This is an optimization exercise on Yosys and OpenROAD, whose aim is small area, a short achievable clock period and few clock cycles per item, not a production implementation.
Only simulation tests tie the RTL to the original design; equivalence was not proved.

$ cat flow/config.mk
export PLATFORM = sky130hd
export DESIGN_NAME = amihel_muldiv
export DESIGN_NICKNAME = amihel_muldiv
export VERILOG_FILES = /design/flow/design.v
export SDC_FILE = /design/flow/constraint.sdc
export NUM_CORES = 4
export LEC_CHECK = 0
export CAP_MARGIN = 20
export CORE_MARGIN = 2
export CORE_UTILIZATION = 55
export SETUP_SLACK_MARGIN = 3.25
export SLEW_MARGIN = 20
$ cat flow/design.v
module amihel_muldiv (
    input  wire        clk,
    input  wire        rst,         
    input  wire        req_valid,
    output wire        req_ready,
    input  wire [3:0]  req_fn,
    input  wire [63:0] req_a,
    input  wire [63:0] req_b,
    output reg         res_valid,
    output wire [63:0] res
);
    localparam W = 75;               
    localparam ST_IDLE  = 3'd0;
    localparam ST_MUL   = 3'd1;
    localparam ST_FINM  = 3'd2;
    localparam ST_NEG   = 3'd3;
    localparam ST_SHIFT = 3'd5;
    localparam ST_DIV   = 3'd6;
    localparam ST_FIND  = 3'd7;
    reg [2:0]    state;
    reg [W-1:0]  S;                  
    reg [W-1:0]  C;                  
    reg [65:0]   M;                  
    reg [63:0]   Q;                  
    reg          qprev;              
    reg          qfill;              
    reg          nprev;              
    reg          hmode;              
    reg          wop;                
    reg          isrem;
    reg          na, nb;             
    reg          pa, pb;             
    reg          bz;                 
    reg [6:0]    cnt;
    reg [6:0]    ba, bb;             
    reg          rq;                 
    reg          rw;                 
    reg          rdy;                
    reg          first;              
    reg          uns;                
    assign req_ready = rdy;
    wire [31:0] res_lo = rq ? Q[31:0] : S[31:0];
    wire [31:0] res_hi = rw ? {32{res_lo[31]}} : (rq ? Q[63:32] : S[63:32]);
    assign res = {res_hi, res_lo};
    wire        r_div    = req_fn[2] | req_fn[3];
    wire        r_w      = req_fn[3] | (req_fn == 4'd3);
    wire        r_dsgn   = r_div & ~req_fn[0];
    wire        r_sext   = r_w & (~r_div | ~req_fn[0]);      
    wire [63:0] a_ext    = r_w ? {{32{r_sext & req_a[31]}}, req_a[31:0]} : req_a;
    wire [63:0] b_ext    = r_w ? {{32{r_sext & req_b[31]}}, req_b[31:0]} : req_b;
    wire        r_uns    = (req_fn[1:0] == 2'd2);             
    wire [65:0] Mx = {M[64], M[64:0]};    
    wire [8:0]  qb = {Q[7:0], qprev};
    reg  [W-1:0] pp [0:3];
    reg  [3:0]   ng;
    integer j;
    always @(*) begin
        for (j = 0; j < 4; j = j + 1) begin : booth
            reg b0, b1, b2, one, two, neg;
            reg [65:0] mag;
            b0  = qb[2*j];
            b1  = qb[2*j+1];
            b2  = qb[2*j+2];
            neg = b2 & ~(b1 & b0);
            one = b1 ^ b0;
            two = (b2 & ~b1 & ~b0) | (~b2 & b1 & b0);
            mag = ({66{one}} & Mx) | ({66{two}} & {Mx[64:0], 1'b0});
            mag = mag ^ {66{neg}};
            pp[j] = {{(W-66){mag[65]}}, mag} << (2*j);
            ng[j] = neg;
        end
    end
    wire [W-1:0] Sa = hmode ? {{8{S[W-1]}}, S[W-1:8]} : S;
    wire [W-1:0] Ca = hmode ? {{8{C[W-1]}}, C[W-1:8]} : C;
    wire [9:0]   lowsum = {2'b0, S[7:0]} + {2'b0, C[7:0]} + {3'b0, nprev, 6'b0};
    wire [1:0]   cy = hmode ? lowsum[9:8] : 2'b00;
    wire [W-1:0] v0 = Sa;
    wire [W-1:0] v1 = Ca;
    wire [W-1:0] v2 = pp[0];
    wire [W-1:0] v3 = pp[1] | {{(W-2){1'b0}}, cy[1], ng[0]};
    wire [W-1:0] v4 = pp[2] | {{(W-3){1'b0}}, ng[1], 1'b0, cy[0]};
    wire [W-1:0] v5 = pp[3] | {{(W-5){1'b0}}, ng[2], 4'b0};
    wire [W-1:0] v6 = {{(W-7){1'b0}}, ng[3] & ~hmode, 6'b0};
    wire [W-1:0] s1 = v0 ^ v1 ^ v2;
    wire [W-1:0] c1 = ((v0 & v1) | (v0 & v2) | (v1 & v2)) << 1;
    wire [W-1:0] s2 = v3 ^ v4 ^ v5;
    wire [W-1:0] c2 = ((v3 & v4) | (v3 & v5) | (v4 & v5)) << 1;
    wire [W-1:0] s3 = s1 ^ c1 ^ s2;
    wire [W-1:0] c3 = ((s1 & c1) | (s1 & s2) | (c1 & s2)) << 1;
    wire [W-1:0] s4 = c2 ^ v6 ^ s3;
    wire [W-1:0] c4 = ((c2 & v6) | (c2 & s3) | (v6 & s3)) << 1;
    wire [W-1:0] s5 = s4 ^ c4 ^ c3;
    wire [W-1:0] c5 = ((s4 & c4) | (s4 & c3) | (c4 & c3)) << 1;
    wire mul_last = hmode ? (cnt == 7'd0) : (&Q[63:7] | ~|Q[63:7]);
    reg         xen, xinv, ym, yc, yq, yinv, cin;
    wire        negres = isrem ? na : (na ^ nb) | bz;
    wire [63:0] ax = ({64{xen}} & S[63:0]) ^ {64{xinv}};
    wire [63:0] ay = (({64{ym}} & M[63:0]) | ({64{yc}} & C[63:0]) | ({64{yq}} & Q)) ^ {64{yinv}};
    wire [64:0] asum = {1'b0, ax} + {1'b0, ay} + {64'd0, cin};
    wire        fits = ({1'b0, S[63:0]} >= {1'b0, M[63:0]}) & ~|M[65:64];
    wire        r_na = r_dsgn & a_ext[63];
    wire        r_nb = r_dsgn & b_ext[63];
    wire        r_mhs = ~r_div & (req_fn[1:0] == 2'd1);           
    wire [63:0] xa = a_ext ^ {64{r_na | r_mhs & a_ext[63]}};
    wire [63:0] xb = b_ext ^ {64{r_nb | r_mhs & b_ext[63]}};
    reg  [6:0]  bits_a, bits_b;
    integer k;
    always @(*) begin
        bits_a = 7'd0;
        bits_b = 7'd0;
        for (k = 0; k < 64; k = k + 1) begin
            if (xa[k]) bits_a = k + 1;
            if (xb[k]) bits_b = k + 1;
        end
    end
    wire [7:0]  dbits = {1'b0, ba} - {1'b0, bb};
    wire        qzero = dbits[7];                        
    wire [7:0]  hbits = {1'b0, ba} + {1'b0, bb};
    wire        hsmall = uns ? (hbits <= 8'd64) : (hbits <= 8'd63);
    wire        hneg = (na ^ nb) & ~(~|ba & ~na) & ~(~|bb & ~nb);
    wire [63:0] ma = a_ext ^ {64{a_ext[63]}};
    wire [63:0] mb = b_ext ^ {64{b_ext[63]}};
    wire [7:0]  nza, nzb;
    genvar g;
    generate
        for (g = 0; g < 8; g = g + 1) begin : bytes
            assign nza[g] = |ma[8*g+7:8*g];
            assign nzb[g] = |mb[8*g+7:8*g];
        end
    endgenerate
    reg r_swap;
    integer h;
    always @(*) begin
        r_swap = 1'b0;
        for (h = 0; h < 8; h = h + 1)
            if (nzb[h] && !(|(nza >> h))) r_swap = 1'b1;
    end
    wire [6:0]  sft   = (dbits[7] | bz) ? 7'd0 : (dbits[6:0] + {6'd0, dbits[0]});
    always @(posedge clk) begin
        if (rst) begin
            state     <= ST_IDLE;
            rdy       <= 1'b1;
            res_valid <= 1'b0;
            begin xen <= 1'b0; xinv <= 1'b0; ym <= 1'b0; yc <= 1'b0; yq <= 1'b0; yinv <= 1'b0; cin <= 1'b0; end
        end else begin
            res_valid <= 1'b0;
            case (state)
                ST_IDLE: begin
                    begin xen <= 1'b0; xinv <= 1'b0; ym <= 1'b0; yc <= 1'b0; yq <= 1'b0; yinv <= 1'b0; cin <= 1'b0; end
                    if (req_valid) begin
                        rdy   <= 1'b0;
                        first <= 1'b1;
                        uns   <= r_uns;
                        ba    <= bits_a + {6'd0, r_na};
                        bb    <= bits_b;
                        wop   <= r_w;
                        rq    <= 1'b0;
                        rw    <= 1'b0;
                        isrem <= req_fn[1];
                        hmode <= ~r_div & (req_fn[0] ^ req_fn[1]);
                        qprev <= 1'b0;
                        nprev <= 1'b0;
                        cnt   <= 7'd8;
                        C     <= {W{1'b0}};
                        if (r_div) begin
                            S     <= {{(W-64){1'b0}}, a_ext};
                            M     <= {{2{r_dsgn & b_ext[63]}}, b_ext};
                            Q     <= 64'd0;
                            na    <= r_na;
                            nb    <= r_nb;
                            pa    <= r_na;
                            pb    <= r_nb;
                            bz    <= ~|b_ext;
                            if (r_na) begin xen <= 1'b1; xinv <= 1'b1; ym <= 1'b0; yc <= 1'b0; yq <= 1'b0; yinv <= 1'b0; cin <= 1'b1; end
                            else if (r_nb) begin xen <= 1'b0; xinv <= 1'b0; ym <= 1'b1; yc <= 1'b0; yq <= 1'b0; yinv <= 1'b1; cin <= 1'b1; end
                            else begin xen <= 1'b1; xinv <= 1'b0; ym <= 1'b1; yc <= 1'b0; yq <= 1'b0; yinv <= 1'b1; cin <= 1'b1; end
                            state <= (r_na | r_nb) ? ST_NEG : ST_SHIFT;
                        end else begin
                            S     <= {W{1'b0}};
                            if (r_swap & ~(req_fn[1] ^ req_fn[0])) begin
                                M     <= {{2{b_ext[63]}}, b_ext};
                                Q     <= a_ext;
                                qfill <= a_ext[63];
                            end else begin
                                M     <= {1'b0, ~r_uns & a_ext[63], a_ext};
                                Q     <= b_ext;
                                qfill <= ~r_uns & b_ext[63];
                            end
                            na    <= r_mhs & a_ext[63];
                            nb    <= r_mhs & b_ext[63];
                            state <= ST_MUL;
                        end
                    end
                end
                ST_MUL: if (hmode && first && hsmall) begin
                    S[63:0]   <= {64{hneg}};
                    res_valid <= 1'b1;
                    state     <= ST_IDLE;
                    rdy       <= 1'b1;
                    first     <= 1'b0;
                end else begin
                    first <= 1'b0;
                    S     <= s5;
                    C     <= c5;
                    Q     <= {{8{qfill}}, Q[63:8]};
                    qprev <= Q[7];
                    nprev <= ng[3];
                    if (!hmode) M <= {M[57:0], 8'd0};
                    cnt   <= cnt - 7'd1;
                    if (mul_last) begin
                        state <= ST_FINM;
                        xen <= 1'b1; yc <= 1'b1;
                    end
                end
                ST_FINM: begin
                    S[63:0]   <= asum[63:0];
                    rw        <= wop;
                    res_valid <= 1'b1;
                    state     <= ST_IDLE;
                    rdy       <= 1'b1;
                    begin xen <= 1'b0; xinv <= 1'b0; ym <= 1'b0; yc <= 1'b0; yq <= 1'b0; yinv <= 1'b0; cin <= 1'b0; end
                end
                ST_NEG, ST_SHIFT, ST_DIV: if (first && qzero) begin
                    res_valid <= 1'b1;
                    state     <= ST_IDLE;
                    rdy       <= 1'b1;
                    first     <= 1'b0;
                    rq        <= ~isrem;
                    rw        <= wop;
                    begin xen <= 1'b0; xinv <= 1'b0; ym <= 1'b0; yc <= 1'b0; yq <= 1'b0; yinv <= 1'b0; cin <= 1'b0; end
                end else if (state == ST_NEG) begin
                    first <= 1'b0;
                    if (pa) begin
                        S  <= {{(W-64){1'b0}}, asum[63:0]};
                        pa <= 1'b0;
                        if (pb) begin xen <= 1'b0; xinv <= 1'b0; ym <= 1'b1; yc <= 1'b0; yq <= 1'b0; yinv <= 1'b1; cin <= 1'b1; end
                        else begin
                            state <= ST_SHIFT;
                            begin xen <= 1'b1; xinv <= 1'b0; ym <= 1'b1; yc <= 1'b0; yq <= 1'b0; yinv <= 1'b1; cin <= 1'b1; end
                        end
                    end else begin
                        M  <= {2'b00, asum[63:0]};
                        pb <= 1'b0;
                        state <= ST_SHIFT;
                        begin xen <= 1'b1; xinv <= 1'b0; ym <= 1'b1; yc <= 1'b0; yq <= 1'b0; yinv <= 1'b1; cin <= 1'b1; end
                    end
                end
                else begin
                    first <= 1'b0;
                    if (state == ST_SHIFT && sft != 7'd0) begin
                        M     <= M << sft;
                        cnt   <= sft;
                        state <= ST_DIV;
                    end else begin
                        if (fits) S <= {{(W-64){1'b0}}, asum[63:0]};
                        Q     <= {Q[62:0], fits};
                        M     <= {1'b0, M[65:1]};
                        cnt   <= cnt - 7'd1;
                        if (state == ST_SHIFT || cnt == 7'd0) begin
                            if (!negres) begin
                                state     <= ST_IDLE;
                                rdy       <= 1'b1;
                                res_valid <= 1'b1;
                                rq        <= ~isrem;
                                rw        <= wop;
                                begin xen <= 1'b0; xinv <= 1'b0; ym <= 1'b0; yc <= 1'b0; yq <= 1'b0; yinv <= 1'b0; cin <= 1'b0; end
                            end else begin
                                state <= ST_FIND;
                                xen  <= isrem; xinv <= isrem & negres;
                                ym   <= 1'b0; yc <= 1'b0;
                                yq   <= ~isrem; yinv <= ~isrem & negres;
                                cin  <= negres;
                            end
                        end
                    end
                end
                ST_FIND: begin
                    S[63:0]   <= asum[63:0];
                    rw        <= wop;
                    res_valid <= 1'b1;
                    state     <= ST_IDLE;
                    rdy       <= 1'b1;
                    begin xen <= 1'b0; xinv <= 1'b0; ym <= 1'b0; yc <= 1'b0; yq <= 1'b0; yinv <= 1'b0; cin <= 1'b0; end
                end
                default: begin
                    state <= ST_IDLE;
                    rdy   <= 1'b1;
                    begin xen <= 1'b0; xinv <= 1'b0; ym <= 1'b0; yc <= 1'b0; yq <= 1'b0; yinv <= 1'b0; cin <= 1'b0; end
                end
            endcase
        end
    end
endmodule
$ cat flow/constraint.sdc
create_clock -name core_clock -period 8.0 [get_ports {clk}]
set_input_delay 1.6000 -clock core_clock [delete_from_list [all_inputs] [get_ports {clk}]]
set_output_delay 1.6000 -clock core_clock [all_outputs]
set_load 0.01 [all_outputs]
$ cat flow/run.sh
#!/bin/bash
# synth_recipe.tcl (not shown) runs the flow's synth.tcl, then flattens the netlist and writes it again
# the make line also repeats each setting of config.mk as NAME=value (left out here)
make -C /OpenROAD-flow-scripts/flow DESIGN_CONFIG=/design/flow/config.mk WORK_HOME=/design/flow/orfs CLKGATE_MAP_FILE= SYNTH_SCRIPT=/design/flow/synth_recipe.tcl finish
==> flow_summary.yaml, run 1 <==
sta:
  setup_tns_ns: 0
  fin_crit_ns: 4.93
  period_share: 0.616
  relSlewSlack: 0.136
  rsz0062_at_grt: "true"
  drv_slew: 0
  whs_ns: 0.530
  clock.fmax_mhz: 203
  skew_ns: 0.0380
  hold_viol_final: 0
  worst_pin_slew_ns: 1.29
  setup_viol_count_final: 0
yosys:
  syn_area_um2: 48600
  synth_fp_nets: 6446
  syn_inst: 5784
  post_synth.cell_area_avg_um2: 8.40
  synth_edf_count: 314
  async_flop_share: 0
  yosysWarnings: 2
  synth.distinct_cells: 98
  ys_seq_elements: 326
  synth-main-ff-cell: "edfxtp_1"
  ys_seq_area_frac: 0.199
critical_path:
  worstSetupPathType: "register to register"
  crit_fanout: 57
  cp-end-kind: "register"
  reg2reg_depth: 13
  critPathRequiredTime_ns: 8.34
  cp-start-kind: "register"
  cp.arrival_ns: 5.27
global_route:
  grt_use_total: 0.569
  overflow: 0
  grt_pass1_vias: 50600
  grt_pass1_wl_um: 371000
  antenna_found_initial: 33
  grt_max_degree: 73
die:
  die-area_um2: 90700
  die_y_um: 301
  io_pins: 201
  core_um2: 87200
  dieWidth_um: 301
  rows: 108
  start_util: 0.557
routing:
  drc: 0
  wire_per_inst_um: 38.1
  vias: 55200
  dr.pass1.iters: 15
  drtIter0Drc: 11900
  antenna_violating_nets_post_route: 0
  via_per_inst: 7.82
  wl_um: 269000
clock_network:
  numCtsBuffers: 45
  cts_tree: "done"
  cts_buffer_depth: 3
  h-tree-depth: 2
  clk_pin_slew_ns: 0.06
  cts.sinks: 326
  clock_latency_ns: 0.65
  cts-root-buf: "clkbuf_16"
placed_design:
  portBuffers: 200
  place_congestion: 1.14
  place_area_um2: 51800
  dp_hpwl_um: 191000
outcome:
  status: "timing/DRC/antenna clean"
final_layout:
  nets: 6496
  fin_area_um2: 56200
  n_fill_cell: 7408
  final_util: 0.645
  area_growth_pct: 15.7
  drive_gt1_frac: 0.122
run:
  max-cap-violations: 0
min_path:
  hold_depth: 1
  holdCritPathClass: "register to register"
[critical path, stage by stage, from the launching register on]
cell	delay (ns)
edfxtp_1	0.67
buf_4	0.29
nand2_1	0.12
o21ai_4	0.10
buf_12	0.29
a22oi_1	0.14
xor2_1	0.24
fa_1	0.50
fa_1	0.55
inv_1	0.05
ha_1	0.31
fa_1	0.58
o21ai_1	0.48
o211ai_1	0.21
[cell usage in the layout, fill, tap and decap left out, types with 243 or more instances in the layout]
cell type and count:
nand2_1 444, a22oi_1 365, inv_1 357, a21oi_1 353, edfxtp_1 314, fa_1 288, o21ai_0 272, mux2i_1 272
nor2_1 266, buf_4 255, xnor2_1 243
[layer usage]
metal	global-route usage	part of all wire	vias to the layer above
met4	0.373	0.095	48
met5	0.0333	0.0036	-
met3	0.346	0.19	1637
li1	-	-	21500
met1	0.683	0.33	26100
met2	0.748	0.37	5913
[metrics by stage]
stage | setup WS, ns | instances
after floorplan | 2.81 | 5784
after global placement | 1.27 | 6782
after detailed placement | 1.19 | 6783
after CTS | 3.24 | 6951
after global routing | 3.08 | 7030
final | 3.07 | 7055
[repair_timing]
| item | CTS | global route |
|---|---|---|
| pin swaps | 27 | 42 |
| hold buffers | 0 | 0 |
| gates cloned | 9 | 4 |
| gates resized for setup | 182 | 186 |
| endpoints found under the setup margin | 315 | 214 |
| buffers inserted | 76 | 69 |
[synthesized netlist by cell type, drive strengths merged (18+ instances only)]
| cell | count | area (um^2) |
|---|---|---|
| nand2 | 454 | 1700 |
| clkbuf | 416 | 1560 |
| a21oi | 384 | 1940 |
| a22oi | 367 | 2760 |
| inv | 366 | 1370 |
| o21ai | 340 | 1710 |
| edfxtp | 314 | 9430 |
| fa | 290 | 5810 |
| nor2 | 281 | 1070 |
| mux2i | 278 | 2780 |
| xnor2 | 251 | 2200 |
| ha | 237 | 2970 |
| xor2 | 217 | 1900 |
| nand3 | 167 | 836 |
| and3 | 125 | 782 |
| buf | 125 | 583 |
| nor3 | 97 | 497 |
| o211ai | 83 | 628 |
| a21o | 73 | 548 |
| a222oi | 66 | 661 |
| nand4 | 65 | 407 |
| nor4 | 58 | 378 |
| a31oi | 56 | 350 |
| mux2 | 54 | 608 |
| a211oi | 45 | 338 |
| o221ai | 37 | 330 |
| or3 | 34 | 213 |
| a32oi | 33 | 289 |
| nand2b | 32 | 200 |
| nor2b | 32 | 203 |
| o22ai | 32 | 206 |
| o21a | 31 | 233 |
| a221oi | 22 | 193 |
| o31ai | 22 | 165 |
| a221o | 20 | 200 |
| a2111oi | 19 | 191 |
| and2 | 19 | 119 |
| o21bai | 18 | 135 |
[area by class of cell]
class,count,area (um^2),area share
flip-flops and latches,326,9690,0.172
repair buffers,535,5380,0.0957
clock inverters,21,235,0.00419
clock buffers,62,1240,0.0221
inverters,367,1400,0.0250
diodes,30,75.1,0.00134
well taps,1155,1450,0.0257
multi-input cells,4558,36700,0.653
repair inverters,1,5.00,0.0000890
[path summary, 6_finish.rpt]
kind | start | to | slack (ns)
worst max-delay path | Q[5] | S[41] | 3.07
worst min-delay path | rdy | rdy | 0.53
worst min register to register | rdy | rdy | 0.53
worst max register to register | Q[5] | S[41] | 3.07
[registers in the layout, indices dropped and copies added, names as in the netlist, 3 cells and up]
signal	count
cnt	7
ba	7
Q	64
bb	7
M	66
C	73
S	75
state	3
[logic make-up after synthesis]
| family | synth area share |
|---|---|
| compound gates | 0.250 |
| xor+xnor | 0.0849 |
| fa+ha+maj | 0.181 |
| buf+inv | 0.0725 |
| flops | 0.199 |
| mux | 0.0698 |
| simple gates | 0.143 |
Testbench counts, summed over its fixed seeds: cycles 23,786, ops 3,200.
==> inputs of run 2 (changes only) <==
--- a/flow/config.mk
+++ b/flow/config.mk
@@ -10,3 +10,3 @@
 export CORE_UTILIZATION = 55
-export SETUP_SLACK_MARGIN = 3.25
+export SETUP_SLACK_MARGIN = 3.6
 export SLEW_MARGIN = 20
==> run 2 against run 1 <==
Compared with the run above:
- global-route usage is 0.39 points higher
- highest routed layer unchanged
- synthesized cell count unchanged
- fmax grew 2.7%
- still clean
- synthesized area did not move
- sequential share of layout area down 1.0 points
- critical path depth is the same
- routed wire length increased by 2.4%
- sequential cell count unchanged
==> flow_summary.yaml, run 2 <==
yosys:
  synth-main-ff-cell: "edfxtp_1"
  ys_seq_elements: 326
  ys_seq_area_frac: 0.199
  synth.top_cell.area_share: 0.194
  syn_area_um2: 48600
  synth-simple-area-share: 0.143
  synthTopCellsByArea: "edfxtp_1 19%, fa_1 12%, ha_1 6.1%"
  post_synth.cell_area_avg_um2: 8.40
  yosysMostFrequentCell: "nand2_1"
  syn_inst: 5784
  synthAdderAreaFrac: 0.181
  synth-compound-area-share: 0.250
  synth_top_family_by_area: "compound AO/OA/AOI/OAI gates"
  synth-xor-area-share: 0.0849
  yosys-mux-area-fraction: 0.0698
  synth.distinct_cells: 98
  synth_fp_nets: 6446
  yosys-top-cells-count: "454 x nand2_1, 415 x clkbuf_1, 378 x a21oi_1"
  synth_top_area_cell: "edfxtp_1"
  async_flop_share: 0
  yosysWarnings: 2
  synth_edf_count: 314
clock_network:
  clock_latency_ns: 0.67
  clk_pin_slew_ns: 0.07
  cts-root-buf: "clkbuf_16"
  h-tree-depth: 2
  cts_tree: "done"
  cts.sinks: 326
  cts_buffer_depth: 3
  numCtsBuffers: 44
sta:
  hold_viol_final: 0
  drv_slew: 0
  setup_tns_ns: 0
  worst_pin_slew_ns: 1.15
  relSlewSlack: 0.233
  rsz0062_at_grt: "true"
  fin_crit_ns: 4.80
  timing.final.ws_setup_ns: 3.20
  period_share: 0.600
  clock.fmax_mhz: 208
  skew_ns: 0.0463
  setup_viol_count_final: 0
final_layout:
  top_register: "S"
  ff_latch_area_um2: 9690
  multi_input_area_um2: 38400
  drive_gt1_frac: 0.187
  reg_top3: "S (75), C (73), M (66)"
  nets: 6638
  largest_register_ffs: 75
  final_cell_mix: "437 x nand2_1, 351 x inv_1, 342 x a22oi_1, 315 x a21oi_1, 315 x buf_4"
  fin_area_um2: 59800
  instances_no_fill: 7178
  area_growth_pct: 23.1
  layout_commonest_cell: "nand2_1"
  n_fill_cell: 7002
critical_path:
  critPathRequiredTime_ns: 8.42
  cpPeakStageDelay_ns: 0.88
  crit_fanout: 11
  worstSetupEndpoint: "ba[4]"
  cp.arrival_ns: 5.22
  r2r-end: "M[56]"
  reg2reg_depth: 20
  path_cells: "buf_8 -> ha_4 -> nor3b_4 -> o21a_4 -> bufbuf_16 -> a21oi_1 -> o41ai_1 -> a221oi_1 -> o21a_1 -> ha_4 -> nand3_2 -> xnor2_1 -> nor2_1"
  crit_start: "req_fn[1]"
  cp-end-kind: "register"
  cp-start-kind: "input pin"
  crit_top_cell: "ha_4"
  r2r_slack_ns: 3.35
  rr_startpoint: "Q[0]"
  cp_slowest_cell: "a21oi_1"
  worstSetupPathType: "input pin to register"
global_route:
  grt_pass1_vias: 50700
  overflow: 0
  grt_pass1_wl_um: 373000
  grt_max_degree: 95
  antenna_found_initial: 19
  grt_use_total: 0.573
routing:
  via_per_inst: 7.82
  antenna_violating_nets_post_route: 0
  wire_per_inst_um: 38.3
  drc: 0
  drtIter0Drc: 11600
  dr.pass1.iters: 11
  vias: 56200
  wl_um: 275000
die:
  start_util: 0.557
  core_um2: 87200
  die_y_um: 301
  die-area_um2: 90700
  io_pins: 201
  rows: 108
  dieWidth_um: 301
placed_design:
  dp_slack_ns: 1.20
  place_congestion: 1.14
  portBuffers: 200
  dp_cells: 6773
  dp_hpwl_um: 186000
  place_area_um2: 51800
outcome:
  status: "timing/DRC/antenna clean"
run:
  max-cap-violations: 0
min_path:
  holdCritPathClass: "register to register"
==> run 2: changes by cell type in the layout (fill, tap and decap cells not counted), sizes merged <==
cell and delta:
clkbuf +5, dlygate4sd2 +22, buf +124, bufbuf +8
bufinv -1, o21ai +1, o21a +1, clkdlybuf4s50 -24
diode -12, and2 +3, clkdlybuf4s15 +16, nand2b -1
dlymetal6s2s -20, clkinv +1
==> run 2: area by class of cell <==
class	count	area share
Tap cell	1155	0.0242
Clock inverter	21	0.00406
Clock buffer	54	0.0194
Sequential cell	326	0.162
Multi-Input combinational cell	4562	0.642
Timing Repair inverter	1	0.000126
Inverter	367	0.0235
Timing Repair Buffer	674	0.124
Antenna cell	18	0.000754
==> run 2: critical path, delay by kind of cell <==
| family | cells | cell delay, ns |
|---|---|---|
| AO/OA/AOI/OAI | 5 | 2.39 |
| buffers and inverters | 2 | 0.42 |
| adder cells (fa/ha/maj) | 2 | 0.35 |
| AND/OR/NAND/NOR | 3 | 0.29 |
| XOR/XNOR | 1 | 0.17 |
==> run 2: metal layers <==
layer	global-route usage	wire [um]	vias up	share of wire
li1	-	-	21800	-
met1	0.708	90600	26500	0.33
met2	0.762	103000	6135	0.37
met3	0.314	53900	1714	0.20
met4	0.364	27100	30	0.099
met5	0.0180	811	-	0.0029
==> run 2: cell families after synthesis <==
kind of cell / count (synthesis)
muxes: 332
and+or+nand+nor: 1433
adders and majority gates: 527
xor gates and xnor gates: 469
AOI/OAI and AO/OA: 1789
buffers and inverters: 908
DFF: 326
==> run 2: worst min path at each step <==
stage,startpoint,slack [ns],end,depth (start not counted)
5_1_grt,yq,0.54,yq,2
2_1_floorplan,wop,0.50,rw,1
6_report,wop,0.50,rw,1
3_3_place_gp,yq,0.46,yq,2
4_1_cts,rdy,0.49,rdy,1
3_5_place_dp,yq,0.47,yq,2
==> run 2: per-stage QoR <==
| stage | utilization | hold WS (ns) |
|---|---|---|
| floorplan | - | 0.497 |
| global placement | 0.594 | 0.461 |
| detailed placement | 0.594 | 0.472 |
| CTS | 0.657 | 0.490 |
| global route | 0.685 | 0.536 |
| finish | 0.686 | 0.497 |
==> run 2: what timing repair did <==
item | 4_1_cts | 5_1_grt
setup buffers | 169 | 94
setup endpoints to repair | 581 | 446
cloned | 36 | 13
gates resized for setup | 523 | 359
pin swaps | 76 | 196
hold buffers | 0 | 0
==> inputs of run 3 (changes only) <==
--- a/flow/design.v
+++ b/flow/design.v
@@ -138,2 +138,3 @@
     wire [6:0]  sft   = (dbits[7] | bz) ? 7'd0 : (dbits[6:0] + {6'd0, dbits[0]});
+    always @(posedge clk) C <= (state == ST_MUL) ? c5 : {W{1'b0}};
     always @(posedge clk) begin
@@ -163,3 +164,2 @@
                         cnt   <= 7'd8;
-                        C     <= {W{1'b0}};
                         if (r_div) begin
@@ -203,3 +203,2 @@
                     S     <= s5;
-                    C     <= c5;
                     Q     <= {{8{qfill}}, Q[63:8]};
--- a/flow/config.mk
+++ b/flow/config.mk
@@ -9,4 +9,4 @@
 export CORE_MARGIN = 2
-export CORE_UTILIZATION = 55
-export SETUP_SLACK_MARGIN = 3.6
+export CORE_UTILIZATION = 40
+export SETUP_SLACK_MARGIN = 3.0
 export SLEW_MARGIN = 20
==> run 3 against run 2 <==
Compared with the run above:
- hold slack lost 0.032 ns
- routed wire length fell by 6.0%
- highest routed layer unchanged
- sequential cell count did not move
- still clean
- synthesized cell count down 0.80%
==> flow_summary.yaml, run 3 <==
yosys:
  synth-main-ff-cell: "edfxtp_1"
  yosysMostFrequentCell: "nand2_1"
  synth.top_cell.area_share: 0.151
  synth_edf_count: 241
  async_flop_share: 0
  synthTopCellsByArea: "edfxtp_1 15%, fa_1 12%, mux2i_1 7.2%"
  synth_top_area_cell: "edfxtp_1"
  syn_area_um2: 47900
  yosys-top-cells-count: "465 x nand2_1, 382 x clkbuf_1, 364 x a22oi_1"
  synth_fp_nets: 6400
  ys_seq_elements: 326
  ys_seq_area_frac: 0.187
  synth.distinct_cells: 104
  syn_inst: 5738
  yosysWarnings: 2
  post_synth.cell_area_avg_um2: 8.35
sta:
  drv_slew: 0
  setup_tns_ns: 0
  whs_ns: 0.466
  hold_viol_final: 0
  fin_crit_ns: 5.01
  clock.fmax_mhz: 200
  skew_ns: 0.0553
  rsz0062_at_grt: "true"
  relSlewSlack: 0.0538
  period_share: 0.626
  worst_pin_slew_ns: 1.41
  setup_viol_count_final: 0
clock_network:
  cts_tree: "done"
  cts_buffer_depth: 3
  h-tree-depth: 2
  numCtsBuffers: 47
  cts.sinks: 326
  cts-root-buf: "clkbuf_16"
  clock_latency_ns: 0.70
  clk_pin_slew_ns: 0.06
outcome:
  status: "timing/DRC/antenna clean"
critical_path:
  crit_fanout: 35
  critPathRequiredTime_ns: 6.40
  cp_slowest_cell: "edfxtp_1"
  cpPeakStageDelay_ns: 0.73
  cp.arrival_ns: 3.41
  path_cells: "buf_6 -> buf_4 -> mux2_2 -> clkdlybuf4s50_1"
  worstSetupPathType: "register to output pin"
  r2r_slack_ns: 3.00
  cp-start-kind: "register"
  cp-end-kind: "output pin"
final_layout:
  final_cell_mix: "462 x nand2_1, 363 x a22oi_1, 354 x inv_1, 339 x mux2i_1, 325 x a21oi_1"
  reg_top3: "S (75), C (73), M (66)"
  layout_commonest_cell: "nand2_1"
  drive_gt1_frac: 0.111
  largest_register_ffs: 75
  top_register: "S"
  nets: 6430
  area_growth_pct: 15.6
global_route:
  grt_max_degree: 122
  overflow: 0
  grt_pass1_wl_um: 360000
  antenna_found_initial: 14
  grt_use_total: 0.407
  grt_pass1_vias: 47800
routing:
  via_per_inst: 6.85
  dr.pass1.iters: 9
  antenna_violating_nets_post_route: 0
  wire_per_inst_um: 34.9
  drtIter0Drc: 8796
  wl_um: 259000
  drc: 0
  vias: 50700
die:
  die-area_um2: 123000
  io_pins: 201
  rows: 126
  start_util: 0.405
  core_um2: 118000
  dieWidth_um: 350
  die_y_um: 350
placed_design:
  portBuffers: 200
  dp_hpwl_um: 192000
  place_congestion: 1.05
run:
  max-cap-violations: 0
min_path:
  holdCritPathClass: "register to register"
run 3: final timing paths:
path / startpoint / end / cells past startpoint
hold reg to reg: rdy / rdy / 1
hold / removal: rdy / rdy / 1
setup reg to reg: M[26] / S[64] / 13
setup / recovery: rq / res[26] / 4
run 3: final cells by class:
| cell class | count | area (um^2) |
|---|---|---|
| fill | 11600 | 63000 |
| inverter | 358 | 1350 |
| antenna | 2 | 5.00 |
| sequential | 326 | 8960 |
| multi-input combinational | 4540 | 36600 |
| clock buffer | 57 | 1240 |
| clock inverter | 31 | 378 |
| tap | 1600 | 2000 |
| timing repair buffer | 495 | 4820 |
run 3: logic make-up after synthesis:
logic type / Yosys count / synth area share
simple gates: 1395 / 0.139
buf+inv: 882 / 0.0727
xor+xnor: 467 / 0.0856
mux: 407 / 0.0867
flops: 326 / 0.187
compound gates: 1734 / 0.246
fa+ha+maj: 527 / 0.183
run 3: timing repair:
item,in CTS,in global routing
hold endpoints to repair,0,0
pin swaps,21,40
hold buffers,0,0
gates cloned,9,3
buffers inserted,43,62
resized for setup,152,140
endpoints found under the setup margin,350,259
run 3: routing by layer:
metal | up-vias | GRT usage | share of wire
met2 | 4166 | 0.574 | 0.40
met1 | 24700 | 0.546 | 0.38
met5 | - | 0.00432 | 0.00056
met4 | 14 | 0.233 | 0.073
met3 | 793 | 0.125 | 0.14
li1 | 21100 | - | -
run 3: through the flow:
stage | setup slack (ns) | std cells | utilization | area [um^2]
2_1_floorplan | 2.99 | 5738 | - | 48000
3_3_place_gp | 1.23 | 7201 | 0.435 | 51600
3_5_place_dp | 1.23 | 7201 | 0.435 | 51600
4_1_cts | 2.96 | 7341 | 0.458 | 54300
5_1_grt | 2.92 | 7408 | 0.468 | 55400
6_report | 2.99 | 7409 | 0.468 | 55400
run 3: worst max-delay path, delay by kind of cell (launching register included):
kind / cells / cell delay [ns]
muxes: 1 / 0.45
DFF: 1 / 0.73
buffers and inverters: 3 / 1.48
Testbench counts of run 3, summed over its fixed seeds: cycles 23,786, ops 3,200.
==> inputs of run 4 (changes only) <==
--- a/flow/config.mk
+++ b/flow/config.mk
@@ -10,3 +10,3 @@
 export CORE_UTILIZATION = 40
-export SETUP_SLACK_MARGIN = 3.0
+export SETUP_SLACK_MARGIN = 3.25
 export SLEW_MARGIN = 20
==> run 4 against run 3 <==
Compared with the run above:
- critical path depth is 13 higher
- design area is 2.2% higher
- via count is 2.0% higher
- non-clock buffer count is 75 higher
- sequential share of layout area is 0.34 points lower
- setup slack better by 0.12 ns
- first-iteration DRC count is 0.59% lower
- routed wire length is 1.6% lower
- still clean
- final cell count is 0.96% higher
- sequential cell count stayed put
==> flow_summary.yaml, run 4 <==
outcome:
  status: "timing/DRC/antenna clean"
final_layout:
  area_growth_pct: 18.1
  fin_area_um2: 56600
  nets: 6499
  final_cell_mix: "458 x nand2_1, 361 x a22oi_1, 351 x inv_1, 334 x mux2i_1, 318 x a21oi_1"
  n_fill_cell: 11300
  largest_register_ffs: 75
  top_register: "S"
  drive_gt1_frac: 0.129
  layout_commonest_cell: "nand2_1"
  reg_top3: "S (75), C (73), M (66)"
clock_network:
  clk_pin_slew_ns: 0.06
  holdBufCountCts: 0
  cts_tree: "done"
  h-tree-depth: 2
  cts-root-buf: "clkbuf_16"
  cts.sinks: 326
  cts_buffer_depth: 3
  numCtsBuffers: 44
  clock_latency_ns: 0.65
yosys:
  async_flop_share: 0
  synth_top_area_cell: "edfxtp_1"
  syn_area_um2: 47900
  post_synth.cell_area_avg_um2: 8.35
  synth.distinct_cells: 104
  yosys-top-cells-count: "465 x nand2_1, 382 x clkbuf_1, 364 x a22oi_1"
  ys_seq_area_frac: 0.187
  ys_seq_elements: 326
  yosysMostFrequentCell: "nand2_1"
  synth_edf_count: 241
  synth-main-ff-cell: "edfxtp_1"
  synthTopCellsByArea: "edfxtp_1 15%, fa_1 12%, mux2i_1 7.2%"
  synth_fp_nets: 6400
  yosysWarnings: 2
  syn_inst: 5738
  synth.top_cell.area_share: 0.151
placed_design:
  place_congestion: 1.07
  portBuffers: 200
  place_area_um2: 51500
  dp_hpwl_um: 184000
routing:
  via_per_inst: 6.92
  wl_met1_um: 94400
  dr.pass1.iters: 14
  wire_per_inst_um: 34.0
  antenna_violating_nets_post_route: 0
  wl_met3_um: 38800
  drc: 0
  wl_met2_um: 101000
  highest_layer: "met5"
  drtIter0Drc: 8744
  wl_um: 255000
  vias: 51700
global_route:
  overflow: 0
  grt_max_degree: 137
  grt_use_total: 0.397
  antenna_found_initial: 8
  grt_pass1_vias: 48300
  grt_pass1_wl_um: 354000
sta:
  clock.fmax_mhz: 205
  skew_ns: 0.0194
  worst_pin_slew_ns: 1.08
  fin_crit_ns: 4.88
  relSlewSlack: 0.276
  setup_tns_ns: 0
  hold_viol_final: 0
  period_share: 0.610
  drv_slew: 0
  setup_viol_count_final: 0
  rsz0062_at_grt: "true"
critical_path:
  cp_slowest_cell: "dlygate4sd2_1"
  critPathRequiredTime_ns: 8.47
  cp.arrival_ns: 5.36
  cp-start-kind: "input pin"
  r2r_slack_ns: 3.18
  path_cells: "dlygate4sd2_1 -> and3_1 -> nor2_1 -> a21oi_1 -> o21ai_0 -> a311oi_2 -> o21ai_2 -> a21oi_2 -> o31ai_2 -> a31oi_1 -> a2111oi_2 -> nor4_1 -> buf_4 -> ha_4 -> nand3b_1 -> or3_4 -> a221oi_2"
  cpPeakStageDelay_ns: 0.65
  worstSetupPathType: "input pin to register"
  crit_fanout: 12
  cp-end-kind: "register"
min_path:
  holdCritPathClass: "register to register"
die:
  rows: 126
  start_util: 0.405
  io_pins: 201
  dieWidth_um: 350
  die-area_um2: 123000
  die_y_um: 350
  core_um2: 118000
run:
  max-cap-violations: 0
run 4: cell counts after synthesis:
Identical to the previous run, type by type.
run 4: per-layer routing:
metal / up-vias / track usage
met5: - / 0
met4: 8 / 0.235
met3: 961 / 0.136
met2: 4516 / 0.562
met1: 25000 / 0.522
li1: 21200 / -
run 4: worst paths after layout:
| kind | startpoint | to | cells past startpoint |
|---|---|---|---|
| worst min-delay path | rdy | rdy | 1 |
| worst max register to register | Q[6] | M[45] | 15 |
| worst min register to register | rdy | rdy | 1 |
| worst max-delay path | req_a[27] | ba[5] | 17 |
run 4: cell families (layout without fill, tap and decap cells):
family | Yosys count | in the layout | synth area share
flops | 326 | 326 | 0.187
other cells | 0 | 7 | 0
mux | 407 | 407 | 0.0867
xor+xnor | 467 | 467 | 0.0856
fa+ha+maj | 527 | 527 | 0.183
simple gates | 1395 | 1399 | 0.139
buf+inv | 882 | 1011 | 0.0727
compound gates | 1734 | 1736 | 0.246
run 4: stage by stage:
stage               hold WS (ns)   util  std cells  setup slack (ns)
floorplan                  0.497      -       5738              2.99
global placement           0.454  0.435       7179              1.34
detailed placement         0.462  0.435       7179              1.36
CTS                        0.475  0.462       7363              3.17
global route               0.510  0.478       7474              3.05
finish                     0.465  0.478       7480              3.12
run 4: timing repair:
action / CTS / global route
setup endpoints to repair: 377 / 252
endpoints found under the hold margin: 0 / 0
gates resized for setup: 214 / 210
pin swaps: 41 / 68
buffers inserted: 95 / 103
gates cloned: 7 / 6
run 4: final cells by class:
| type | count | area [um^2] | share of cell area |
|---|---|---|---|
| clock buffers | 55 | 1220 | 0.0216 |
| repair buffers | 570 | 5770 | 0.102 |
| diodes | 7 | 17.5 | 0.000309 |
| inverters | 358 | 1360 | 0.0241 |
| repair inverters | 1 | 6.26 | 0.000111 |
| well taps | 1600 | 2000 | 0.0354 |
| multi-input cells | 4536 | 36900 | 0.651 |
| flip-flops and latches | 326 | 8960 | 0.158 |
| clock inverters | 27 | 403 | 0.00712 |
run 4: worst max-delay path, delay by kind of cell:
family	cells	cell delay, ns
fa+ha+maj	1	0.15
compound gates	9	1.69
simple gates	5	1.03
buf+inv	2	0.86
==> inputs of run 5 (changes only) <==
--- a/flow/config.mk
+++ b/flow/config.mk
@@ -7,6 +7,6 @@
 export LEC_CHECK = 0
-export CAP_MARGIN = 20
+export CAP_MARGIN = 10
 export CORE_MARGIN = 2
 export CORE_UTILIZATION = 40
-export SETUP_SLACK_MARGIN = 3.25
-export SLEW_MARGIN = 20
+export SETUP_SLACK_MARGIN = 3.0
+export SLEW_MARGIN = 10
==> run 5 against run 4 <==
Compared with the run above:
- via count shrank 1.5%
- die area stayed put
- final cell count shrank 1.2%
- still clean
- register-to-register slack worse by 0.28 ns
- count of clock-buffer cells in the layout up 7
- critical path type is now register to register
- routed wire length is 1.7% higher
==> flow_summary.yaml, run 5 <==
critical_path:
  rr_startpoint: "M[26]"
  cp.arrival_ns: 5.50
  r2r_slack_ns: 2.90
  cp_num_cells: 13
  path_buf_inv: 2
  crit_fanout: 12
  path_cells: "inv_1 -> ha_1 -> a21o_1 -> a21o_1 -> a21o_1 -> a21oi_1 -> o21ai_0 -> nor4_1 -> nor2_1 -> o21ai_4 -> a21oi_4 -> and3_2 -> buf_4"
  critPathTopFamily: "compound AO/OA/AOI/OAI gates"
  worstSetupPathType: "register to register"
  reg2reg_depth: 13
  cpPeakStageDelay_ns: 0.81
  crit_top_cell: "a21o_1"
  cp-start-kind: "register"
  r2r-end: "S[70]"
  critPathRequiredTime_ns: 8.41
  cp-end-kind: "register"
  cp_slowest_cell: "edfxtp_1"
global_route:
  grt_pass1_vias: 47400
  overflow: 0
  grt_use_total: 0.406
  antenna_found_initial: 9
  grt_pass1_wl_um: 359000
  grt_max_degree: 122
die:
  start_util: 0.405
  die_y_um: 350
  rows: 126
  core_um2: 118000
  die-area_um2: 123000
  io_pins: 201
  dieWidth_um: 350
final_layout:
  top_register: "S"
  multi_input_area_um2: 36600
  ff_latch_area_um2: 8960
  reg_top3: "S (75), C (73), M (66)"
  nets: 6409
  largest_register_ffs: 75
  final_cell_mix: "461 x nand2_1, 363 x a22oi_1, 354 x inv_1, 339 x mux2i_1, 324 x a21oi_1"
  drive_gt1_frac: 0.107
  n_fill_cell: 11600
  final_util: 0.466
  layout_commonest_cell: "nand2_1"
  instances_no_fill: 7390
  area_growth_pct: 15.0
clock_network:
  numCtsBuffers: 47
  cts_tree: "done"
  cts_buffer_depth: 3
  clock_latency_ns: 0.69
  h-tree-depth: 2
  cts-root-buf: "clkbuf_16"
  cts.sinks: 326
  clk_pin_slew_ns: 0.07
sta:
  whs_ns: 0.471
  clock.fmax_mhz: 196
  fin_crit_ns: 5.10
  hold_viol_final: 0
  period_share: 0.637
  rsz0062_at_grt: "true"
  skew_ns: 0.0398
  drv_slew: 0
  setup_tns_ns: 0
  setup_viol_count_final: 0
  worst_pin_slew_ns: 1.38
  relSlewSlack: 0.0757
routing:
  wl_um: 259000
  vias: 50900
  antenna_violating_nets_post_route: 0
  drc: 0
  via_per_inst: 6.89
  drtIter0Drc: 9568
  wire_per_inst_um: 35.1
  dr.pass1.iters: 12
outcome:
  status: "timing/DRC/antenna clean"
yosys:
  synth_top_family_by_area: "compound AO/OA/AOI/OAI gates"
  ys_seq_area_frac: 0.187
  yosys-mux-area-fraction: 0.0867
  yosysMostFrequentCell: "nand2_1"
  synth-xor-area-share: 0.0856
  yosysWarnings: 2
  ys_seq_elements: 326
  post_synth.cell_area_avg_um2: 8.35
  synth_fp_nets: 6400
  synth-main-ff-cell: "edfxtp_1"
  syn_inst: 5738
  async_flop_share: 0
  yosys-top-cells-count: "465 x nand2_1, 382 x clkbuf_1, 364 x a22oi_1"
  synth_top_area_cell: "edfxtp_1"
  synth.top_cell.area_share: 0.151
  synthTopCellsByArea: "edfxtp_1 15%, fa_1 12%, mux2i_1 7.2%"
  synth-simple-area-share: 0.139
  syn_area_um2: 47900
  synthAdderAreaFrac: 0.183
  synth_edf_count: 241
  synth.distinct_cells: 104
  synth-compound-area-share: 0.246
placed_design:
  place_congestion: 1.05
  dp_hpwl_um: 192000
  portBuffers: 200
  dp_cells: 7201
run:
  max-cap-violations: 0
min_path:
  worst_hold_path.endpoint: "rdy"
  hold_depth: 1
  hold_start: "rdy"
  holdCritPathClass: "register to register"
[run 5: routing by layer]
layer | global-route usage | vias to the layer above | wire [um]
met5 | 0 | - | 199
met1 | 0.554 | 24900 | 98900
li1 | - | 21000 | -
met3 | 0.110 | 782 | 36400
met2 | 0.573 | 4231 | 105000
met4 | 0.233 | 12 | 18900
[run 5: stage by stage]
step / area, um^2 / setup slack (ns)
after floorplan: 48000 / 2.99
after global placement: 51600 / 1.23
after detailed placement: 51600 / 1.22
after CTS: 54200 / 2.86
after global routing: 55100 / 2.93
final: 55100 / 2.90
[run 5: timing repair]
item / in CTS / in global routing
gates cloned: 7 / 6
pin swaps: 25 / 44
endpoints found under the setup margin: 345 / 260
gates resized for setup: 154 / 134
setup buffers: 44 / 40
hold buffers: 0 / 0
[run 5: layout make-up]
cell class              count  area share
clock buffers              62      0.0229
multi-input cells        4539       0.665
well taps                1600      0.0363
flip-flops and latches    326       0.163
repair buffers            475      0.0838
diodes                      6    0.000272
clock inverters            24     0.00511
inverters                 358      0.0245
[run 5: cells by family after synthesis]
kind of cell	after synthesis
and+or+nand+nor	1395
xor gates and xnor gates	467
AOI/OAI and AO/OA	1734
buffers and inverters	882
DFF	326
muxes	407
adders and majority gates	527
[run 5: worst max path at each step]
stage / startpoint / end / slack, ns
finish: M[26] / S[70] / 2.90
global route: req_fn[1] / ba[5] / 2.93
CTS: Q[5] / S[59] / 2.86
detailed placement: req_fn[0] / M[45] / 1.22
global placement: req_fn[0] / M[23] / 1.23
floorplan: req_fn[2] / ba[4] / 2.99
==> inputs of run 6 (changes only) <==
--- a/flow/design.v
+++ b/flow/design.v
@@ -110,4 +110,5 @@
         bits_b = 7'd0;
+        if (r_na) bits_a = 7'd1;
         for (k = 0; k < 64; k = k + 1) begin
-            if (xa[k]) bits_a = k + 1;
+            if (xa[k]) bits_a = k + 1 + r_na;
             if (xb[k]) bits_b = k + 1;
@@ -154,3 +155,3 @@
                         uns   <= r_uns;
-                        ba    <= bits_a + {6'd0, r_na};
+                        ba    <= bits_a;
                         bb    <= bits_b;
--- a/flow/config.mk
+++ b/flow/config.mk
@@ -7,3 +7,3 @@
 export LEC_CHECK = 0
-export CAP_MARGIN = 10
+export CAP_MARGIN = 20
 export CORE_MARGIN = 2
@@ -11,2 +11,2 @@
 export SETUP_SLACK_MARGIN = 3.0
-export SLEW_MARGIN = 10
+export SLEW_MARGIN = 20
==> run 6 against run 5 <==
Compared with the run above:
- clock skew rose by 0.0048 ns
- still clean
- sequential cell count did not move
- synthesized area rose by 1.4%
==> flow_summary.yaml, run 6 <==
yosys:
  syn_area_um2: 48600
  synth_fp_nets: 6473
  syn_inst: 5813
  yosysMostFrequentCell: "nand2_1"
  synth_edf_count: 241
  yosys-top-cells-count: "484 x nand2_1, 418 x clkbuf_1, 353 x a22oi_1"
  post_synth.cell_area_avg_um2: 8.36
  synth.distinct_cells: 102
  yosysWarnings: 2
  ys_seq_elements: 326
  synthTopCellsByArea: "edfxtp_1 15%, fa_1 12%, mux2i_1 6.5%"
  ys_seq_area_frac: 0.184
  synth.top_cell.area_share: 0.149
  synth_top_area_cell: "edfxtp_1"
  synth-main-ff-cell: "edfxtp_1"
  async_flop_share: 0
critical_path:
  cp-start-kind: "register"
  rr_startpoint: "ba[2]"
  crit_start: "ba[2]"
  cp_slowest_cell: "o211ai_1"
  critPathRequiredTime_ns: 8.37
  path_buf_inv: 1
  cp.arrival_ns: 5.45
  path_cells: "ha_1 -> o21ai_1 -> a21boi_2 -> o21a_1 -> o21ai_4 -> buf_4 -> a21boi_2 -> mux4_2 -> nand2_1 -> nand2_1 -> o211ai_1 -> o221ai_1 -> nand2_1 -> o211ai_1"
  r2r_slack_ns: 2.91
  cp_num_cells: 14
  reg2reg_depth: 14
  crit_top_cell: "nand2_1"
  critPathTopFamily: "compound AO/OA/AOI/OAI gates"
  worstSetupEndpoint: "M[50]"
  worstSetupPathType: "register to register"
  crit_fanout: 12
  cp-end-kind: "register"
  cpPeakStageDelay_ns: 0.97
  r2r-end: "M[50]"
sta:
  whs_ns: 0.448
  drv_slew: 0
  period_share: 0.636
  skew_ns: 0.0446
  clock.fmax_mhz: 197
  hold_viol_final: 0
  setup_tns_ns: 0
  setup_viol_count_final: 0
  rsz0062_at_grt: "true"
  fin_crit_ns: 5.09
  worst_pin_slew_ns: 1.24
  relSlewSlack: 0.171
global_route:
  busiest_layer: "met2"
  met1_usage: 0.514
  antenna_found_initial: 12
  grt_use_total: 0.393
  overflow: 0
  met2_usage: 0.564
  grt_pass1_wl_um: 359000
  grt_max_degree: 120
  grt_pass1_vias: 48800
  met3_usage: 0.133
routing:
  wire_per_inst_um: 34.4
  via_per_inst: 6.97
  drc: 0
  wl_um: 259000
  antenna_violating_nets_post_route: 0
  dr.pass1.iters: 13
  drtIter0Drc: 9423
  vias: 52400
final_layout:
  drive_gt1_frac: 0.117
  final_cell_mix: "478 x nand2_1, 352 x a22oi_1, 346 x inv_1, 319 x a21oi_1, 315 x mux2i_1"
  layout_commonest_cell: "nand2_1"
  top_register: "S"
  largest_register_ffs: 75
  nets: 6523
  final_util: 0.467
  fin_area_um2: 56200
  reg_top3: "S (75), C (73), M (66)"
  area_growth_pct: 15.7
clock_network:
  cts-root-buf: "clkbuf_16"
  cts_tree: "done"
  clk_pin_slew_ns: 0.07
  h-tree-depth: 2
  cts_buffer_depth: 3
  clock_latency_ns: 0.66
  numCtsBuffers: 45
  cts.sinks: 326
  holdBufCountCts: 0
placed_design:
  place_area_um2: 52600
  place_congestion: 1.07
  portBuffers: 200
  dp_hpwl_um: 190000
die:
  core_um2: 120000
  start_util: 0.404
  io_pins: 201
  dieWidth_um: 353
  die-area_um2: 124000
  rows: 127
  die_y_um: 353
outcome:
  status: "timing/DRC/antenna clean"
min_path:
  holdCritPathClass: "register to register"
  hold_depth: 2
run:
  max-cap-violations: 0
run 6: cell count changes after synthesis, moves of 26 or more:
cell,delta
clkbuf_1,+36
o21ai_0,-36
mux2i_1,-26
nor2_1,-32
o21ai_1,+29
o211ai_1,+60
o221ai_1,+42
run 6: worst register-to-register path, stage by stage (launching register included):
cell and delay [ns]:
edfxtp_1 0.55, ha_1 0.51, o21ai_1 0.15, a21boi_2 0.29, o21a_1 0.23, o21ai_4 0.13, buf_4 0.19, a21boi_2 0.57
mux4_2 0.46, nand2_1 0.09, nand2_1 0.08, o211ai_1 0.97, o221ai_1 0.33, nand2_1 0.16, o211ai_1 0.09
run 6: metrics by stage:
step	cells	setup slack (ns)
5_1_grt	7510	2.86
4_1_cts	7448	2.95
3_5_place_dp	7302	0.926
2_1_floorplan	5813	2.44
6_report	7515	2.91
3_3_place_gp	7302	0.910
run 6: metal layers:
metal / wire length (um) / part of all wire
met1: 95800 / 0.37
met2: 105000 / 0.41
met3: 39000 / 0.15
met4: 18600 / 0.072
met5: 146 / 0.00056
run 6: what timing repair did:
item / 4_1_cts / 5_1_grt
setup endpoints to repair: 375 / 208
gates cloned: 10 / 4
buffers inserted: 54 / 58
pin swaps: 19 / 38
gates resized for setup: 171 / 114
run 6: worst min-delay path by stage:
| stage | startpoint | to |
|---|---|---|
| after global routing | rdy | rdy |
| after CTS | rdy | rdy |
| after floorplan | rdy | rdy |
| final | rdy | rdy |
| after global placement | rdy | rdy |
| after detailed placement | rdy | rdy |
run 6: cell type report:
class,instances,area (um^2)
Fill cell,11800,64100
Tap cell,1612,2020
Multi-Input combinational cell,4608,37300
Timing Repair Buffer,529,5040
Antenna cell,5,12.5
Sequential cell,326,8960
Inverter,353,1340
Clock buffer,61,1290
Clock inverter,21,287
run 6: kinds of logic (layout without fill, tap and decap cells):
family          after synthesis  after routing  share of synthesized area
fa+ha+maj                   527            527                      0.180
compound gates             1792           1797                      0.253
xor+xnor                    477            477                     0.0862
other cells                   0              5                          0
buf+inv                     886            964                     0.0713
flops                       326            326                      0.184
mux                         395            395                     0.0859
simple gates               1410           1412                      0.139
Testbench counts of run 6, summed over its fixed seeds: cycles 23,786, ops 3,200.
==> inputs of run 7 (changes only) <==
--- a/flow/design.v
+++ b/flow/design.v
@@ -99,3 +99,19 @@
     wire [64:0] asum = {1'b0, ax} + {1'b0, ay} + {64'd0, cin};
-    wire        fits = ({1'b0, S[63:0]} >= {1'b0, M[63:0]}) & ~|M[65:64];
+    wire [15:0] cg0, ce0;
+    genvar gi;
+    generate
+        for (gi = 0; gi < 16; gi = gi + 1) begin : cmp0
+            assign cg0[gi] = S[4*gi+3:4*gi] > M[4*gi+3:4*gi];
+            assign ce0[gi] = S[4*gi+3:4*gi] == M[4*gi+3:4*gi];
+        end
+    endgenerate
+    wire [3:0]  cg1, ce1;
+    generate
+        for (gi = 0; gi < 4; gi = gi + 1) begin : cmp1
+            assign cg1[gi] = cg0[4*gi+3] | ce0[4*gi+3] & (cg0[4*gi+2] | ce0[4*gi+2] & (cg0[4*gi+1] | ce0[4*gi+1] & cg0[4*gi]));
+            assign ce1[gi] = &ce0[4*gi+3:4*gi];
+        end
+    endgenerate
+    wire        s_ge_m = cg1[3] | ce1[3] & (cg1[2] | ce1[2] & (cg1[1] | ce1[1] & (cg1[0] | ce1[0])));
+    wire        fits = s_ge_m & ~|M[65:64];
     wire        r_na = r_dsgn & a_ext[63];
@@ -110,5 +126,4 @@
         bits_b = 7'd0;
-        if (r_na) bits_a = 7'd1;
         for (k = 0; k < 64; k = k + 1) begin
-            if (xa[k]) bits_a = k + 1 + r_na;
+            if (xa[k]) bits_a = k + 1;
             if (xb[k]) bits_b = k + 1;
@@ -155,3 +170,3 @@
                         uns   <= r_uns;
-                        ba    <= bits_a;
+                        ba    <= bits_a + {6'd0, r_na};
                         bb    <= bits_b;
@@ -254,3 +269,3 @@
                     end else begin
-                        if (fits) S <= {{(W-64){1'b0}}, asum[63:0]};
+                        if (fits) S[63:0] <= asum[63:0];
                         Q     <= {Q[62:0], fits};
==> run 7 against run 6 <==
Compared with the run above:
- still clean
- final cell count shrank 2.8%
- sequential cell count unchanged
- critical path depth fell by 1
- clock skew down 0.0096 ns
- routed wire length grew 2.3%
- die area shrank 3.0%
- hold slack better by 0.064 ns
- register-to-register slack got worse by 0.06 ns
- synthesized cell count shrank 2.9%
- fmax shrank 1.2%
- critical path type unchanged
- largest cell class unchanged
==> flow_summary.yaml, run 7 <==
die:
  rows: 125
  core_um2: 117000
  start_util: 0.405
  io_pins: 201
  die_y_um: 347
  die-area_um2: 121000
  dieWidth_um: 347
routing:
  drtIter0Drc: 8693
  dr.pass1.iters: 11
  drc: 0
  vias: 51300
  wl_um: 265000
  via_per_inst: 7.03
  antenna_violating_nets_post_route: 0
  wire_per_inst_um: 36.3
placed_design:
  place_congestion: 1.09
  portBuffers: 200
  dp_hpwl_um: 189000
  dp_slack_ns: 1.00
global_route:
  met3_usage: 0.177
  busiest_layer: "met2"
  met2_usage: 0.604
  overflow: 0
  grt_use_total: 0.419
  met1_usage: 0.521
  grt_pass1_vias: 48200
  antenna_found_initial: 28
  grt_max_degree: 96
  grt_pass1_wl_um: 365000
critical_path:
  worstSetupPathType: "register to register"
  cp-end-kind: "register"
  cp-start-kind: "register"
  critPathRequiredTime_ns: 8.35
  cp.arrival_ns: 5.49
  crit_fanout: 12
outcome:
  status: "timing/DRC/antenna clean"
yosys:
  ys_seq_elements: 326
  yosys-top-cells-count: "491 x nand2_1, 387 x clkbuf_1, 383 x a21oi_1"
  syn_area_um2: 47100
  post_synth.cell_area_avg_um2: 8.35
  synth_edf_count: 241
  synth.distinct_cells: 93
  ys_seq_area_frac: 0.190
  syn_inst: 5647
  synth-main-ff-cell: "edfxtp_1"
  synth_fp_nets: 6309
  synth.top_cell.area_share: 0.154
  yosysMostFrequentCell: "nand2_1"
  yosysWarnings: 2
  synthTopCellsByArea: "edfxtp_1 15%, fa_1 12%, mux2i_1 7.3%"
  synth_top_area_cell: "edfxtp_1"
  async_flop_share: 0
final_layout:
  drive_gt1_frac: 0.129
  ff_latch_area_um2: 8960
  top_register: "S"
  n_fill_cell: 11300
  final_cell_mix: "482 x nand2_1, 354 x inv_1, 347 x a22oi_1, 346 x a21oi_1, 334 x mux2i_1"
  layout_commonest_cell: "nand2_1"
  multi_input_area_um2: 36500
  largest_register_ffs: 75
  area_growth_pct: 17.6
  final_util: 0.476
  reg_top3: "S (75), C (73), M (66)"
  nets: 6394
sta:
  clock.fmax_mhz: 194
  period_share: 0.643
  worst_pin_slew_ns: 1.09
  drv_slew: 0
  fin_crit_ns: 5.15
  timing.final.ws_setup_ns: 2.85
  hold_viol_final: 0
  skew_ns: 0.0351
  setup_tns_ns: 0
  rsz0062_at_grt: "true"
  whs_ns: 0.512
  relSlewSlack: 0.274
  setup_viol_count_final: 0
clock_network:
  h-tree-depth: 2
  cts_buffer_depth: 3
  clock_latency_ns: 0.66
  cts.sinks: 326
  cts_tree: "done"
  numCtsBuffers: 46
  clk_pin_slew_ns: 0.06
  holdBufCountCts: 0
  cts-root-buf: "clkbuf_16"
min_path:
  holdCritPathClass: "register to register"
run:
  max-cap-violations: 0
-- run 7: cell types whose count changed in the layout (fill, tap and decap cells not counted), moves of 24 or more --
cell | previous run | this run
and2_1 | 105 | 19
a21oi_1 | 319 | 346
clkdlybuf4s50_1 | 166 | 138
and3_1 | 38 | 127
o221ai_1 | 63 | 39
o21ai_0 | 254 | 284
o211ai_1 | 149 | 52
a211oi_1 | 31 | 64
nand3_1 | 127 | 94
-- run 7: cells by family (layout without fill, tap and decap cells) --
group / count (synthesis) / in the layout / synth area share
AND/OR/NAND/NOR: 1374 / 1378 / 0.139
other: 0 / 7 / 0
multiplexers: 392 / 392 / 0.0862
adder cells (fa/ha/maj): 527 / 527 / 0.186
flip-flops: 326 / 326 / 0.190
buffers and inverters: 861 / 973 / 0.0708
AO/OA/AOI/OAI: 1692 / 1699 / 0.241
XOR/XNOR: 475 / 475 / 0.0883
-- run 7: per-layer routing --
| layer | wire [um] | vias to the layer above | share of wire |
|---|---|---|---|
| met5 | 457 | - | 0.0017 |
| met4 | 19900 | 32 | 0.075 |
| met3 | 41900 | 1049 | 0.16 |
| met2 | 107000 | 4365 | 0.41 |
| met1 | 95000 | 25100 | 0.36 |
| li1 | - | 20800 | - |
-- run 7: cell type report --
cell class,instances,share of cell area
tap,1524,0.0344
multi-input combinational,4471,0.657
inverter,364,0.0249
antenna,7,0.000316
timing repair buffer,523,0.0924
sequential,326,0.162
clock buffer,48,0.0211
clock inverter,38,0.00787
-- run 7: per-stage QoR --
step / std cells / area [um^2]
after global placement: 7047 / 50900
final: 7301 / 55500
after detailed placement: 7048 / 50900
after global routing: 7294 / 55400
after floorplan: 5647 / 47400
after CTS: 7238 / 54200
-- run 7: final timing paths --
path | endpoint | from | cells past startpoint | slack, ns
worst max-delay path | M[30] | ba[0] | 13 | 2.85
worst min-delay path | rdy | rdy | 2 | 0.51
worst max register to register | M[30] | ba[0] | 13 | 2.85
worst min register to register | rdy | rdy | 2 | 0.51
-- run 7: worst max-delay path, cell delays in order (launching register included) --
cell	delay (ns)
edfxtp_1	0.41
inv_1	0.07
ha_1	0.21
inv_1	0.07
fa_2	0.46
ha_4	0.51
nand3_1	0.65
and3_1	0.49
a211oi_1	0.24
a21oi_1	0.12
mux2i_2	0.41
mux2i_1	0.36
a22oi_1	0.62
o221ai_1	0.20
-- run 7: repair_timing --
item | in CTS | in global routing
gates resized for setup | 247 | 227
setup endpoints to repair | 239 | 254
buffers inserted | 89 | 52
pin swaps | 52 | 73
gates cloned | 15 | 4
Testbench counts of run 7, summed over its fixed seeds: cycles 23,786, ops 3,200.

[static timing again, ports no longer ideal]
In the flow no input, the clock included, has a driving cell. The finished layouts below were timed again as built, in two steps.
Step 1 sets driving cells, clkbuf_16 on the clock port and buf_2 on the other inputs (assumed; they add their load-dependent delay and slew).
Step 2 adds t to the input delays and takes it off the output delays; t is the mean of the earliest and latest rising clock arrival at the registers after step 1. Input paths then give back, and output paths get back, about the clock's delay inside the block.
Three values: ideal ports, drivers, drivers and shift; two values: the first two.
run	t, ns	setup WS [ns]	worst hold slack (ns)	worst register clock-pin slew, ns
run 1	0.714	3.074 / 3.047 / 2.533	0.530 / 0.530 / 0.530	0.07 / 0.07
run 2	0.722	3.202 / 3.224 / 2.502	0.497 / 0.497 / 0.497	0.07 / 0.07
run 3	0.752	2.995 / 2.916 / 2.288	0.466 / 0.466 / 0.466	0.07 / 0.07
run 4	0.711	3.118 / 3.149 / 2.438	0.465 / 0.465 / 0.465	0.07 / 0.07
run 5	0.747	2.904 / 2.904 / 2.313	0.471 / 0.471 / 0.471	0.07 / 0.07
run 6	0.712	2.914 / 2.914 / 2.329	0.448 / 0.448 / 0.448	0.07 / 0.07
run 7	0.720	2.854 / 2.854 / 2.194	0.512 / 0.512 / 0.512	0.08 / 0.08
After both steps every run listed still meets setup and hold. The setup slack of run 3, which loses most, moves by -0.079 ns with the drivers and by -0.707 ns with both steps.
